What follows belongs to an exercise in optimizing a design on an open flow for small area; a production flow would make more cautious choices.
Only simulation tests tie the RTL to the original design; equivalence was not proved.

==> flow/design.v, too long to show whole: its modules and the start of the top module <==
// module rdsp_acc_unit: 1186 lines
// module rdsp_fa: 10 lines
module rdsp_acc_unit (
    input  wire        clk,
    input  wire        rst,
    input  wire        in_valid,
    input  wire [3:0]  in_op,
    input  wire [1:0]  in_ad,
    input  wire [1:0]  in_as,
    input  wire [31:0] in_s,
    input  wire [31:0] in_t,
    input  wire [31:0] in_x,
    input  wire [4:0]  in_sh,
    input  wire [1:0]  in_w,
    input  wire [4:0]  in_b,
    input  wire        in_sat,
    input  wire        clr_sticky,
    output reg         out_xv,
    output reg  [31:0] out_x,
    output reg         out_fv,
    output reg         out_z,
    output reg         out_n,
    output reg         out_av,
    output reg         out_lv
);
  // ...
==> flow/run.sh <==
#!/bin/bash
# synth_recipe.tcl (not shown) runs the flow's synth.tcl, then flattens the netlist and writes it again
# the make line also repeats each setting of config.mk as NAME=value (left out here)
make -C /OpenROAD-flow-scripts/flow DESIGN_CONFIG=/design/flow/config.mk WORK_HOME=/design/flow/orfs CLKGATE_MAP_FILE= SYNTH_SCRIPT=/design/flow/synth_recipe.tcl finish
==> flow/config.mk <==
export PLATFORM = sky130hd
export DESIGN_NAME = rdsp_acc_unit
export DESIGN_NICKNAME = rdsp_acc_unit
export VERILOG_FILES = /design/flow/design.v
export SDC_FILE = /design/flow/constraint.sdc
export NUM_CORES = 4
export LEC_CHECK = 0
export CAP_MARGIN = 20
export CORE_MARGIN = 2
export CORE_UTILIZATION = 40
export PLACE_DENSITY = 0.6
export SLEW_MARGIN = 20
export SYNTH_HIERARCHICAL = 1
==> flow/constraint.sdc <==
create_clock -name core_clock -period 12.0 [get_ports {clk}]
set_input_delay 2.4000 -clock core_clock [delete_from_list [all_inputs] [get_ports {clk}]]
set_output_delay 2.4000 -clock core_clock [all_outputs]
set_load 0.01 [all_outputs]
==> results.ini, run 1 <==
[setup_path]
rrSetupSlack_ps = 2540
cp_slowest_cell = clkdlybuf4s50_1
end_kind = register
cp_max_fo = 38
path_buf_inv = 6

[synthesis]
syn_area_per_cell_sq_um = 9.533
synthSimpleGateAreaFrac_pct = 14.48
synth_async_sr_flop_share_pct = 0
ys_warn_count = 7
synth_edf_count = 160
synthMuxAreaShare_pct = 3.453
netlist_instances = 3155
synth-xor-area-share_pct = 11.07

[timing]
max_slew_margin_pct = 22.82
final-setup-viol-count = 0
hold_viol = 0
finClkSkew_ps = 29.52
min_period_ps = 11610

[finish]
nClkBuffers = 38
final_common_cell = xor2_1
seq_area_sq_um = 7347
final_cells = 4320
n_antenna_cell = 0
syn2layout_area_growth_pct = 15.18

[routing]
post_drt_wl_per_cell_um = 32.52
drt-total-wl_um = 140500
vias_per_cell = 6.737

[placement]
dp_hpwl_um = 111300
routabilityCongestion = 1.102
io_buffers = 158

[clock_tree]
clock_latency_ps = 600
cts_hold_buf = 0

[worst_hold_path]
min_from = q_x[31]

[outcome]
outcome = complete, no violations

[floorplanning]
start_util_pct = 40.40
die_h_um = 278.2

[grt]
grt_pass1_wl_um = 199900
met1_usage_pct = 50.99
grt_max_degree = 48
grt-busiest-layer = met1

==> inputs of run 2 (changes only) <==
==> flow/flow/run.sh (new file) <==
#!/bin/bash
# The standard layout (the standard.sh: standard synthesis, floorplan,
# placement, CTS, routing), with one change: the buffers that placement puts
# on every input and output port are the smallest buffer cell instead of the
# delay cell buffer_ports picks by itself. Timing repair still resizes them
# where timing needs it. make's full output goes to standard.log here; ORFS
# keeps each step's log under orfs/logs/.
set -euo pipefail
export BUFFER_PORTS_ARGS="-buffer_cell sky130_fd_sc_hd__buf_1"
bash standard.sh > standard.log 2>&1
==> flow/standard.sh (new file) <==
#!/bin/bash
# synth_recipe.tcl (not shown) runs the flow's synth.tcl, then flattens the netlist and writes it again
# the make line also repeats each setting of config.mk as NAME=value (left out here)
make -C /OpenROAD-flow-scripts/flow DESIGN_CONFIG=/design/flow/config.mk WORK_HOME=/design/flow/orfs CLKGATE_MAP_FILE= SYNTH_SCRIPT=/design/flow/synth_recipe.tcl "${@:-finish}"
removed: flow/run.sh
==> run 2 against run 1 <==
Against the previous run: core utilization down 1.7 points; global-route usage down 0.36 points; via count about the same; critical path depth down 3; flip-flop and latch count unchanged; sequential share of layout area up 0.78 points; highest routed layer is now met5.
==> results.ini, run 2 <==
[outcome]
outcome = complete, no violations

[clock_tree]
clock_latency_ps = 620  ; +20 ps
htreeDepth = 1
cts_sinks = 287
cts_setup_buffers = 0
cts_hold_buf = 0  ; unchanged
cts.clk_slew.worst_paths_ps = 70
cts_tree = done
cts.path.max_buffers = 3
cts_resized = 0
numCtsBuffers = 28
clockRootBuffer = clkbuf_16

[finish]
n_antenna_cell = 0  ; unchanged
final_common_cell = xor2_1
final_cell_mix = 318 x xor2_1, 298 x fa_1, 264 x o22ai_1
post_route_cells_drive_above_1_share_pct = 9.862
syn2layout_area_growth_pct = 11.08
layout.nets = 3795

[floorplanning]
core_area_sq_um = 74450
fp.dieArea_sq_um = 77400
start_util_pct = 40.40  ; unchanged
die_x_um = 278.2
die_h_um = 278.2  ; unchanged
num_rows = 100
ioPinCount = 159

[setup_path]
crit_required_ps = 12480
arrival_ps = 11820
critPathKind = in2reg
end_kind = register
cp_common_cell = fa_1
cp_max_fo = 11  ; -71%
cp_slowest_cell = a2111oi_0
cp-start-kind = input pin
cpPeakStageDelay_ps = 640

[synthesis]
ys_ff_latch = 287
synth_area_leaders = fa_1 20%, edfxtp_1 16%, xor2_1 9.3%, dfxtp_1 8.5%, o22ai_1 5.5%
synth_nets = 3646
yosysTopAreaCellShare_pct = 19.84
synth_edf_count = 160  ; unchanged
post-synth-top-count-cell = xor2_1
ys_warn_count = 7  ; unchanged
synth_seq_area_share_pct = 24.43
syn_area_sq_um = 30080
ys_types = 96
synth_async_sr_flop_share_pct = 0  ; unchanged
synthFlopType = edfxtp_1
netlist_instances = 3155  ; unchanged
syn_area_per_cell_sq_um = 9.533  ; unchanged
yosys.area.top_type = fa_1
synthTopCellsByCount = 318 x xor2_1, 298 x fa_1, 264 x o22ai_1

[timing]
hold_viol = 0  ; unchanged
rsz0062_at_grt = no
worstMarginPinSlew_ps = 1141
layout_worst_path_cycle_share_pct = 94.46
min_period_ps = 11340  ; -270.2 ps
fmax_mhz = 88.22
final-setup-viol-count = 0  ; unchanged
max_slew_margin_pct = 23.73  ; +0.91 points
tns_ps = 0
finalWorstSetupSlack_ps = 665.0
finClkSkew_ps = 37.07  ; +7.553 ps
drv_slew = 0

[routing]
vias_per_cell = 6.775  ; +0.57%
drt-total-wl_um = 138500  ; -1.4%
post_drt_wl_per_cell_um = 32.25  ; -0.85%
drtPass1Iterations = 8
num_vias = 29100
route.detailed.drc = 0
ant_nets = 0
drtIter0Drc = 5287

[grt]
grt_pass1_wl_um = 198600  ; -0.62%
gr-total-overflow = 0
grt_pass1_vias = 27430
gr-usage-all-layers_pct = 35.06
met1_usage_pct = 49.94  ; -1.0 points
grt-busiest-layer = met1
gr-usage-met3_pct = 9.344
met2_usage_pct = 49.71
grt_max_degree = 58  ; +21%
antenna_found_initial = 5

[placement]
dp_hpwl_um = 109300  ; -1.8%
io_buffers = 158  ; unchanged
routabilityCongestion = 1.075  ; -2.4%
pre_cts_slack_ps = 403.2

[worst_hold_path]
hp-class = reg2reg

[flow_run]
maxCapViolations = 0

[run 2: cell families after synthesis]
family                     share of synthesized area [%]
AOI/OAI and AO/OA                                  19.97
xor gates and xnor gates                           11.07
adders and majority gates                          22.83
buffers and inverters                              3.769
DFF                                                24.43
muxes                                              3.453
and+or+nand+nor                                    14.48
[run 2: critical path, delay by kind of cell]
kind / cells / cell delay (ps)
AOI/OAI and AO/OA: 15 / 4680
adders and majority gates: 5 / 2070
buffers and inverters: 2 / 540
and+or+nand+nor: 9 / 2090
[run 2: per-stage QoR]
| stage | cell area (sq um) | hold slack (ps) | util (%) | cells |
|---|---|---|---|---|
| global route | 33410 | 329.4 | 44.88 | 4295 |
| global placement | 32500 | 310.1 | 43.66 | 4243 |
| floorplan | 30080 | 309.6 | - | 3155 |
| CTS | 33400 | 324.5 | 44.87 | 4295 |
| detailed placement | 32500 | 312.1 | 43.66 | 4243 |
| finish | 33410 | 323.8 | 44.88 | 4295 |
[run 2: cell type report]
class                           instances  area, sq um
Sequential cell                       287         7347
Clock buffer                           36        752.0
Inverter                               47        176.4
Clock inverter                         16        150.1
Fill cell                            7201        41040
Timing Repair Buffer                  348         2044
Multi-Input combinational cell       2592        21730
Tap cell                              969         1212
[run 2: layer usage]
metal | wire, um | part of all wire (%)
met1 | 55410 | 40
met2 | 56380 | 41
met3 | 18890 | 14
met4 | 7779 | 5.6
met5 | 52 | 0.038
[run 2: final timing paths]
| path | startpoint | to | slack, ps | depth (start not counted) |
|---|---|---|---|---|
| worst max-delay path | in_op[3] | r_av | 660 | 31 |
| worst min-delay path | q_x[12] | out_x[12] | 320 | 0 |
| worst max register to register | r_we | r_av | 2380 | 32 |
| worst min register to register | q_x[12] | out_x[12] | 320 | 0 |
[run 2: Yosys stat by module (local to each module, per instance)]
module	area, sq um	cells inside
rdsp_acc_unit	24130	2858
rdsp_fa	20.02	1
==> inputs of run 3 (changes only) <==
==> flow/flow/run.sh (replaced) <==
#!/bin/bash
# The standard layout (the standard.sh: standard synthesis, floorplan,
# placement, CTS, routing), with two changes:
#  - the buffers that placement puts on every input and output port are the
#    smallest buffer cell instead of the delay-cell buffer buffer_ports picks
#    by itself (timing repair still resizes them where timing needs it);
#  - CTS clusters up to 20 sinks within 80 um per leaf buffer and adds no
#    dummy loads to the clock tree's leaves.
# make's full output goes to standard.log here; ORFS keeps each step's log
# under orfs/logs/.
set -euo pipefail
export BUFFER_PORTS_ARGS="-buffer_cell sky130_fd_sc_hd__buf_1"
export CTS_ARGS="-sink_clustering_enable -repair_clock_nets -dont_use_dummy_load -sink_clustering_size 20 -sink_clustering_max_diameter 80"
bash standard.sh > standard.log 2>&1
==> run 3 against run 2 <==
Against the previous run: still clean on timing, DRC and antenna; non-clock buffer count stayed put; global-route usage is 0.080 points lower; critical path type unchanged.
==> results.ini, run 3 <==
[floorplanning]
num_rows = 100  ; unchanged
die_x_um = 278.2  ; unchanged
die_h_um = 278.2  ; unchanged
core_area_sq_um = 74450  ; unchanged
ioPinCount = 159  ; unchanged
start_util_pct = 40.40  ; unchanged
fp.dieArea_sq_um = 77400  ; unchanged

[finish]
design_area_sq_um = 33010  ; -1.2%
fill_cells = 7206  ; +0.069%
seq_area_sq_um = 7347  ; unchanged
post_route_cells_drive_above_1_share_pct = 9.199  ; -0.66 points
layout.nets = 3787  ; -0.21%
syn2layout_area_growth_pct = 9.760
final_cell_mix = 318 x xor2_1, 298 x fa_1, 264 x o22ai_1
final_common_cell = xor2_1
multi_input_comb_area_sq_um = 21730  ; unchanged

[clock_tree]
cts.clk_slew.worst_paths_ps = 80  ; about the same
cts_hold_buf = 0  ; unchanged
numCtsBuffers = 20  ; -29%
clock_latency_ps = 570  ; -50 ps
cts_tree = done
cts_setup_buffers = 0  ; unchanged
clockRootBuffer = clkbuf_16
cts.path.max_buffers = 3  ; unchanged
cts_sinks = 287  ; unchanged
cts_resized = 0  ; unchanged
htreeDepth = 1  ; unchanged

[synthesis]
netlist_instances = 3155  ; unchanged
synth_nets = 3646  ; unchanged
yosys.area.top_type = fa_1
yosysTopAreaCellShare_pct = 19.84  ; unchanged
post-synth-top-count-cell = xor2_1
syn_area_sq_um = 30080  ; unchanged
synth_area_leaders = fa_1 20%, edfxtp_1 16%, xor2_1 9.3%, dfxtp_1 8.5%, o22ai_1 5.5%
syn_area_per_cell_sq_um = 9.533  ; unchanged
synth_edf_count = 160  ; unchanged
synth_seq_area_share_pct = 24.43  ; unchanged
synth_async_sr_flop_share_pct = 0  ; unchanged
ys_warn_count = 7  ; unchanged
synthFlopType = edfxtp_1
ys_ff_latch = 287  ; unchanged
ys_types = 96  ; unchanged
synthTopCellsByCount = 318 x xor2_1, 298 x fa_1, 264 x o22ai_1

[timing]
layout_worst_path_cycle_share_pct = 94.22  ; -0.24 points
drv_slew = 0  ; unchanged
fmax_mhz = 88.44  ; +0.25%
rsz0062_at_grt = no
max_slew_margin_pct = 23.88  ; +0.15 points
min_period_ps = 11310  ; -28.35 ps
finClkSkew_ps = 64.19  ; +27.12 ps
final-setup-viol-count = 0  ; unchanged
tns_ps = 0  ; unchanged
hold_viol = 0  ; unchanged
worstMarginPinSlew_ps = 1139  ; -2.240 ps

[grt]
grt-busiest-layer = met1
met1_usage_pct = 50.10  ; +0.16 points
met2_usage_pct = 49.93  ; +0.22 points
gr-usage-all-layers_pct = 34.98  ; -0.080 points
gr-total-overflow = 0  ; unchanged
grt_max_degree = 58  ; unchanged
gr-usage-met3_pct = 8.831  ; -0.51 points
grt_pass1_vias = 27270  ; -0.57%
grt_pass1_wl_um = 198200  ; -0.20%
antenna_found_initial = 3  ; -2

[placement]
routabilityCongestion = 1.075  ; unchanged
io_buffers = 158  ; unchanged
dp_hpwl_um = 109300  ; unchanged
postPlaceCellArea_sq_um = 32500  ; unchanged

[setup_path]
cp_slowest_cell = a2111oi_0
cp_max_fo = 9  ; -2
crit_required_ps = 12440  ; -40 ps
cpPeakStageDelay_ps = 770  ; +130 ps
end_kind = register
cp-start-kind = input pin
critPathKind = in2reg
cp_top_family = compound AO/OA/AOI/OAI gates
cp_common_cell = fa_1
arrival_ps = 11750  ; -70 ps
path_buf_inv = 2  ; unchanged

[routing]
route.detailed.drc = 0  ; unchanged
post_drt_wl_per_cell_um = 32.41  ; +0.49%
ant_nets = 0  ; unchanged
vias_per_cell = 6.815  ; +0.59%
drtIter0Drc = 5201  ; -1.6%
drtPass1Iterations = 9  ; +1
drt-total-wl_um = 138200  ; -0.21%
num_vias = 29070  ; -0.11%

[flow_run]
maxCapViolations = 0  ; unchanged

[outcome]
outcome = complete, no violations

[worst_hold_path]
hp-class = reg2reg

-- run 3: cell count changes in the layout (fill, tap and decap cells not counted) --
cell	change
clkinv_4	-2
clkinv_16	-1
clkbuf_1	-7
clkbuf_16	-9
inv_6	-4
clkinv_2	-3
diode_2	+2
clkinvlp_4	-4
inv_8	-2
-- run 3: modules after synthesis, one instance, submodules excluded --
module         copies in the design  cell area (sq um)  flip-flops and latches
rdsp_acc_unit                     1              24130                     287
rdsp_fa                         297              20.02                       0
-- run 3: worst paths after layout --
check                           startpoint   endpoint  slack [ps]  cells past startpoint
worst max-delay path              in_op[3]       r_av         690                     31
worst min-delay path               q_x[31]  out_x[31]         320                      0
worst max register to register        r_we       r_av        2450                     32
worst min register to register     q_x[31]  out_x[31]         320                      0
-- run 3: through the flow --
step                      util [%]  cells  hold WS (ps)  worst slack (ps)
final                        44.34   4265         323.0             693.3
after global routing         44.34   4263         330.6             301.9
after CTS                    44.33   4263         327.5             925.0
after detailed placement     43.66   4243         312.1             403.2
after global placement       43.66   4243         310.1             534.5
after floorplan                  -   3155         309.6              1389
-- run 3: kinds of logic after synthesis --
group	after synthesis	share of synthesized area, %
AND/OR/NAND/NOR	885	14.48
adder cells (fa/ha/maj)	370	22.83
buffers and inverters	276	3.769
multiplexers	94	3.453
flip-flops	287	24.43
XOR/XNOR	380	11.07
AO/OA/AOI/OAI	863	19.97
-- run 3: cell type report --
class | instances | share of cell area (%)
Sequential cell | 287 | 22.26
Antenna cell | 2 | 0.01516
Multi-Input combinational cell | 2592 | 65.81
Tap cell | 969 | 3.673
Inverter | 47 | 0.5344
Clock buffer | 20 | 1.516
Timing Repair Buffer | 348 | 6.193
-- run 3: metal layers --
layer	routed length, um	vias to the layer above
li1	-	12010
met1	55630	14330
met2	56640	2316
met3	18490	408
met4	7426	4
met5	25	-
==> inputs of run 4 (changes only) <==
--- a/flow/config.mk
+++ b/flow/config.mk
@@ -8,6 +8,6 @@
 export CAP_MARGIN = 20
 export CORE_MARGIN = 2
-export CORE_UTILIZATION = 40
-export PLACE_DENSITY = 0.6
+export CORE_UTILIZATION = 50
+export PLACE_DENSITY = 0.7
 export SLEW_MARGIN = 20
 export SYNTH_HIERARCHICAL = 1
==> run 4 against run 3 <==
Against the previous run: synthesized cell count is the same; critical path type unchanged; non-clock buffer count grew 12; fmax shrank 1.4%; critical path depth is the same; setup slack lost 160 ps; sequential share of layout area grew 0.12 points; die area shrank 20%; area after synthesis is the same.
==> results.ini, run 4 <==
[setup_path]
cpPeakStageDelay_ps = 950  ; +180 ps
crit_required_ps = 12380  ; -60 ps
path_buf_inv = 2  ; unchanged
cp_slowest_cell = a211oi_1
r2r_cells = 30  ; -6.3%
rrSetupSlack_ps = 2250  ; -200 ps
critPathKind = in2reg
r2r-end = r_val[38]
end_kind = register
cp_top_family = compound AO/OA/AOI/OAI gates
cp-start-kind = input pin
r2r_start = r_ad[0]
arrival_ps = 11840  ; +90 ps
cp_max_fo = 18  ; +9

[clock_tree]
cts.path.max_buffers = 3  ; unchanged
numCtsBuffers = 18  ; -10%
clockRootBuffer = clkbuf_16
cts.clk_slew.worst_paths_ps = 80  ; about the same
clock_latency_ps = 560  ; about the same
cts_tree = done
cts_sinks = 287  ; unchanged
htreeDepth = 1  ; unchanged

[finish]
layout.nets = 3797  ; +0.26%
multi_input_comb_area_sq_um = 21750  ; +0.12%
fill_cells = 5366  ; -26%
post_route_cells_drive_above_1_share_pct = 9.534  ; +0.34 points
final_common_cell = xor2_1
utilization_pct = 55.43  ; +11 points
seq_area_sq_um = 7347  ; unchanged
final_cell_mix = 318 x xor2_1, 298 x fa_1, 264 x o22ai_1
syn2layout_area_growth_pct = 9.181

[floorplanning]
core_area_sq_um = 59240  ; -20%
die_x_um = 249.3  ; -10%
start_util_pct = 50.77  ; +10 points
num_rows = 89  ; -11%
fp.dieArea_sq_um = 62130  ; -20%
ioPinCount = 159  ; unchanged
die_h_um = 249.3  ; -10%

[synthesis]
synthTopCellsByCount = 318 x xor2_1, 298 x fa_1, 264 x o22ai_1
synth_seq_area_share_pct = 24.43  ; unchanged
synth_nets = 3646  ; unchanged
post-synth-top-count-cell = xor2_1
syn_area_sq_um = 30080  ; unchanged
synthFlopType = edfxtp_1
synth_edf_count = 160  ; unchanged
yosys.area.top_type = fa_1
syn_area_per_cell_sq_um = 9.533  ; unchanged
yosysTopAreaCellShare_pct = 19.84  ; unchanged
ys_types = 96  ; unchanged
synth_area_leaders = fa_1 20%, edfxtp_1 16%, xor2_1 9.3%, dfxtp_1 8.5%, o22ai_1 5.5%
ys_warn_count = 7  ; unchanged
ys_ff_latch = 287  ; unchanged
netlist_instances = 3155  ; unchanged
synth_async_sr_flop_share_pct = 0  ; unchanged

[grt]
gr-total-overflow = 0  ; unchanged
grt_pass1_wl_um = 205700  ; +3.8%
grt_max_degree = 48  ; -17%
antenna_found_initial = 5  ; +2
grt_pass1_vias = 28790  ; +5.6%
gr-usage-all-layers_pct = 45.57  ; +11 points

[timing]
hold_viol = 0  ; unchanged
layout_worst_path_cycle_share_pct = 95.56  ; +1.3 points
fmax_mhz = 87.21  ; -1.4%
min_period_ps = 11470  ; +159.9 ps
finClkSkew_ps = 65.01  ; +0.8179 ps
final-setup-viol-count = 0  ; unchanged
max_slew_margin_pct = 22.01  ; -1.9 points
tns_ps = 0  ; unchanged
drv_slew = 0  ; unchanged
rsz0062_at_grt = no
worstMarginPinSlew_ps = 1163  ; +23.69 ps

[worst_hold_path]
min_path_cells = 0  ; unchanged
holdPathEnd = out_n
min_from = q_n
hp-class = reg2reg

[routing]
drtIter0Drc = 5085  ; -2.2%
route.detailed.drc = 0  ; unchanged
vias_per_cell = 7.350  ; +7.8%
num_vias = 30000  ; +3.2%
drt-total-wl_um = 145200  ; +5.1%
drtPass1Iterations = 9  ; unchanged
post_drt_wl_per_cell_um = 35.58  ; +9.8%
ant_nets = 0  ; unchanged

[placement]
io_buffers = 158  ; unchanged
dp_hpwl_um = 114000  ; +4.3%
routabilityCongestion = 1.084  ; +0.80%

[outcome]
outcome = complete, no violations

[flow_run]
maxCapViolations = 0  ; unchanged

[run 4: cell counts after synthesis]
Identical to the previous run, type by type.
[run 4: worst max-delay path by stage]
stage | start | to | slack [ps] | cells past startpoint
after floorplan | in_op[3] | r_val[38] | 1390 | 36
after global placement | in_op[3] | r_av | 340 | 31
after detailed placement | in_op[3] | r_av | 70 | 31
after CTS | in_op[3] | r_av | 580 | 31
after global routing | in_op[3] | r_av | 100 | 30
final | in_ad[0] | r_val[38] | 530 | 31
[run 4: final cells by class]
| cell class | count | share of cell area (%) |
|---|---|---|
| antenna | 4 | 0.03048 |
| clock buffer | 18 | 1.372 |
| inverter | 47 | 0.5372 |
| multi-input combinational | 2592 | 66.24 |
| sequential | 287 | 22.37 |
| tap | 773 | 2.945 |
| timing repair buffer | 360 | 6.500 |
[run 4: metrics by stage]
stage	instances	area, sq um	hold slack [ps]	setup WS (ps)
after global routing	4077	32830	336.3	99.69
after detailed placement	4059	32360	312.1	72.53
after CTS	4077	32810	330.2	582.8
after global placement	4059	32360	310.7	344.2
after floorplan	3155	30080	309.6	1389
final	4081	32840	330.1	533.4
[run 4: repair_timing]
action	CTS	global route
hold buffers	0	0
endpoints found under the setup margin	0	2
endpoints found under the hold margin	0	0
gates resized for setup	0	3
buffers inserted	0	0
[run 4: cells by family after synthesis]
| group | after synthesis | share of synthesized area (%) |
|---|---|---|
| compound gates | 863 | 19.97 |
| xor+xnor | 380 | 11.07 |
| fa+ha+maj | 370 | 22.83 |
| buf+inv | 276 | 3.769 |
| flops | 287 | 24.43 |
| mux | 94 | 3.453 |
| simple gates | 885 | 14.48 |
[run 4: layer usage]
metal	vias to the layer above	routed length, um	global-route usage, %
li1	12020	-	-
met1	14560	54420	62.91
met2	2866	56740	62.39
met3	547	24860	17.74
met4	0	9189	21.17
met5	-	0	0
[run 4: modules after synthesis (local to each module, per instance)]
module	flip-flops and latches	copies in the design	cells
rdsp_fa	0	297	1
rdsp_acc_unit	287	1	2858

## static timing again, ports no longer ideal
No port has a modelled driver above. Below, the same layouts with a new extraction and two added sets of constraints. Step 1: set_driving_cell puts a clkbuf_16 on clk and a buf_2 on each other input, an assumption about the parent block. Step 2 also shifts input and output timing later by t, the mid clock arrival at the registers, as if the neighbouring blocks saw the same clock. Slacks: no drivers / after step 1 / after step 2; pairs: no drivers / after step 1.
| run | t (ns) | slack for setup (ns) | worst register clock-pin slew, ns |
|---|---|---|---|
| run 1 | 0.639 | 0.395 / 0.411 / -0.228 | 0.08 / 0.08 |
| run 2 | 0.649 | 0.665 / 0.592 / -0.057 | 0.08 / 0.08 |
| run 3 | 0.590 | 0.693 / 0.636 / 0.047 | 0.09 / 0.09 |
| run 4 | 0.581 | 0.533 / 0.562 / -0.018 | 0.09 / 0.09 |
With both steps, setup timing fails in run 1, run 2 and run 4, where it was met with ideal ports. The setup slack of run 2, which loses most, moves by -0.073 ns with the drivers and by -0.722 ns with both steps.
